From an optimization exercise on the open Yosys and OpenROAD flow, aimed at small area, a short achievable clock period and few clock cycles per item; shortcuts taken in it are not production practice. Power is estimated from default activity; no workload was simulated.

## mx_narrow
module mx_narrow (
    input  wire        clk,
    input  wire        rst,
    input  wire        in_valid,
    output wire        in_ready,
    input  wire [31:0] in_data,
    input  wire [3:0]  in_fmt,
    output wire        out_valid,
    input  wire        out_ready,
    output wire [7:0]  out_elem,
    output wire [7:0]  out_scale,
    output wire        out_last
);
    function f_is_fp;   input [2:0] f; f_is_fp = ~(f[2] & f[1]); endfunction
    function f_is_fp8;  input [2:0] f; f_is_fp8 = (f[2:1] == 2'd0); endfunction
    function [3:0] f_bias;
        input [2:0] f;
        case (f)
        3'd0: f_bias = 4'd7;
        3'd1: f_bias = 4'd15;
        3'd2: f_bias = 4'd1;
        3'd3: f_bias = 4'd3;
        3'd4: f_bias = 4'd1;
        default: f_bias = 4'd0;
        endcase
    endfunction
    function [3:0] f_emax;
        input [2:0] f;
        case (f)
        3'd0: f_emax = 4'd8;
        3'd1: f_emax = 4'd15;
        3'd2: f_emax = 4'd2;
        3'd3: f_emax = 4'd4;
        3'd4: f_emax = 4'd2;
        default: f_emax = 4'd0;
        endcase
    endfunction
    function [4:0] f_ca;
        input [2:0] f;
        case (f)
        3'd0: f_ca = 5'd15;
        3'd1: f_ca = 5'd30;
        3'd2: f_ca = 5'd3;
        3'd3: f_ca = 5'd7;
        3'd4: f_ca = 5'd3;
        default: f_ca = 5'd0;
        endcase
    endfunction
    function [2:0] f_c2;
        input [2:0] f;
        case (f)
  ...
==> flow/config.mk <==
export PLATFORM = sky130hd
export DESIGN_NAME = mx_narrow
export DESIGN_NICKNAME = mx_narrow
export VERILOG_FILES = /design/flow/design.v
export SDC_FILE = /design/flow/constraint.sdc
export NUM_CORES = 4
export LEC_CHECK = 0
export CAP_MARGIN = 20
export CORE_MARGIN = 2
export CORE_UTILIZATION = 65
export CTS_BUF_LIST = sky130_fd_sc_hd__clkbuf_8 sky130_fd_sc_hd__clkbuf_16
export CTS_CLUSTER_DIAMETER = 60
export CTS_CLUSTER_SIZE = 24
export PLACE_DENSITY = 0.75
export SLEW_MARGIN = 20
==> flow/constraint.sdc <==
create_clock -name core_clock -period 18.0 [get_ports {clk}]
set_input_delay 3.6000 -clock core_clock [delete_from_list [all_inputs] [get_ports {clk}]]
set_output_delay 3.6000 -clock core_clock [all_outputs]
set_load 0.01 [all_outputs]
standard.sh (not shown) runs the stock make flow with config.mk's settings and CLKGATE_MAP_FILE= SYNTH_SCRIPT=/design/flow/synth_recipe.tcl, a recipe that flattens the netlist after the stock synthesis.
==> flow/flow/run.sh <==
#!/bin/bash
# Standard ORFS layout, with timing repair asked to leave extra setup slack.
set -euo pipefail
bash standard.sh SETUP_SLACK_MARGIN=13.5 BUFFER_PORTS_ARGS=-buffer_cell\ sky130_fd_sc_hd__buf_1 finish > standard_make.log 2>&1
Then changed:
--- a/flow/design.v
+++ b/flow/design.v
@@ -103,16 +103,26 @@
     wire [7:0] in_e   = in_data[30:23];
     wire       in_e1  = &in_e;
     wire       in_mnz = |in_data[22:0];
     wire       in_nan = in_e1 & in_mnz;
     wire [7:0] in_eff = in_e1 ? (in_mnz ? 8'd0 : 8'd254) : in_e;
     wire [7:0] t_em   = {4'd0, f_emax(ff)};
     wire [7:0] t_cm   = ((wj == 5'd1) & (t_em > f_mc)) ? t_em : f_mc;
-    wire       t_gt   = in_e1 ? (~in_mnz & (t_cm != 8'd255) & (t_cm != 8'd254)) : (in_e > t_cm);
-    wire [7:0] new_mc = ((wj == 5'd0) | t_gt) ? in_eff : t_cm;
+    wire [7:0] k_g = in_e & ~t_cm;
+    wire [7:0] k_e = ~(in_e ^ t_cm);
+    wire       k_g10 = k_g[7] | (k_e[7] & k_g[6]);   wire k_e10 = k_e[7] & k_e[6];
+    wire       k_g32 = k_g[5] | (k_e[5] & k_g[4]);   wire k_e32 = k_e[5] & k_e[4];
+    wire       k_g54 = k_g[3] | (k_e[3] & k_g[2]);   wire k_e54 = k_e[3] & k_e[2];
+    wire       k_g76 = k_g[1] | (k_e[1] & k_g[0]);
+    wire       k_ga  = k_g10 | (k_e10 & k_g32);      wire k_ea = k_e10 & k_e32;
+    wire       k_gb  = k_g54 | (k_e54 & k_g76);
+    wire       k_gt  = k_ga | (k_ea & k_gb);
+    wire       t_gt   = in_e1 ? (~in_mnz & (t_cm != 8'd255) & (t_cm != 8'd254)) : k_gt;
+    wire       t_sel  = (wj == 5'd0) | t_gt;
+    wire [7:0] new_mc = t_sel ? in_eff : t_cm;
     wire       new_n  = in_nan | (f_n & (wj != 5'd0));
     wire [4:0] p_g = {|p_m[22:19], |p_m[18:15], |p_m[14:11], |p_m[10:7], |p_m[6:5]};
     wire       p_sub = |p_g;      
     wire [4:0] p_gh = p_g & ~{1'b0, p_g[4], |p_g[4:3], |p_g[4:2], |p_g[4:1]};
     wire [7:0] p_w  = ({8{p_gh[4]}} & p_m[22:15]) | ({8{p_gh[3]}} & p_m[18:11]) |
                       ({8{p_gh[2]}} & p_m[14:7])  | ({8{p_gh[1]}} & p_m[10:3])  |
                       ({8{p_gh[0]}} & {p_m[6:0], 1'b0});
@@ -261,21 +271,17 @@
         s1_d     <= {in_data[31:17], in_fire ? in_data[16:0] : ring_top};
         s1_int   <= ~f_is_fp((wj == 5'd0) ? in_fc : ff);
         if (in_fire & (wj == 5'd0)) ff <= in_fc;
         if (in_fire) begin
             f_mc <= new_mc;
             f_n  <= new_n;
         end
-        if (c_load_new) begin
-            c_mc <= new_mc;
-            c_n  <= new_n;
-            c_f  <= ff;
-        end else if (c_load_f) begin
-            c_mc <= f_mc;
-            c_n  <= f_n;
+        if (c_load_new | c_load_f) begin
+            c_mc <= (c_load_new & t_sel) ? in_eff : (c_load_new ? t_cm : f_mc);
+            c_n  <= c_load_new ? new_n : f_n;
             c_f  <= ff;
         end
         if (rd) begin
             a0_sg    <= ring_rd[16];
             a0_e     <= r_ea;
             a0_lo    <= r_lo;
             a0_h     <= r_h;
The new run finished with timing, DRC and antenna clean.
Wire length fell by 3.9%.
Combinational power drops by about 6%.
Total power grows by 3.4%.
Maximum frequency went up by about 7%.
Global-route usage went down by 0.83 points.
Sequential power hardly moves.
Core utilization is higher by 0.77 points.
No functional check of the RTL was part of any run of this note.

-- re-timing with driven ports --
How much do the figures lean on ideal ports? The routed layouts below were timed once more, with nothing changed but the port constraints. Step 1: set_driving_cell puts a clkbuf_16 on clk and a buf_2 on each other input, an assumption about the parent block. Step 2 adds t to the input delays and takes it off the output delays; t is the mean of the earliest and latest rising clock arrival at the registers after step 1. Input paths then give back, and output paths get back, about the clock's delay inside the block. Slacks: ideal ports / drivers / drivers and shift; pairs: ideal ports / drivers.
run	t (ns)	setup WS [ns]	worst setup path at the end
the first run	0.594	12.701 / 12.702 / 12.108	input to register
the second run	0.611	13.034 / 13.046 / 12.435	input to register
After both steps every run listed still meets setup and hold. The setup slack of the second run, which loses most, moves by +0.012 ns with the drivers and by -0.599 ns with both steps.
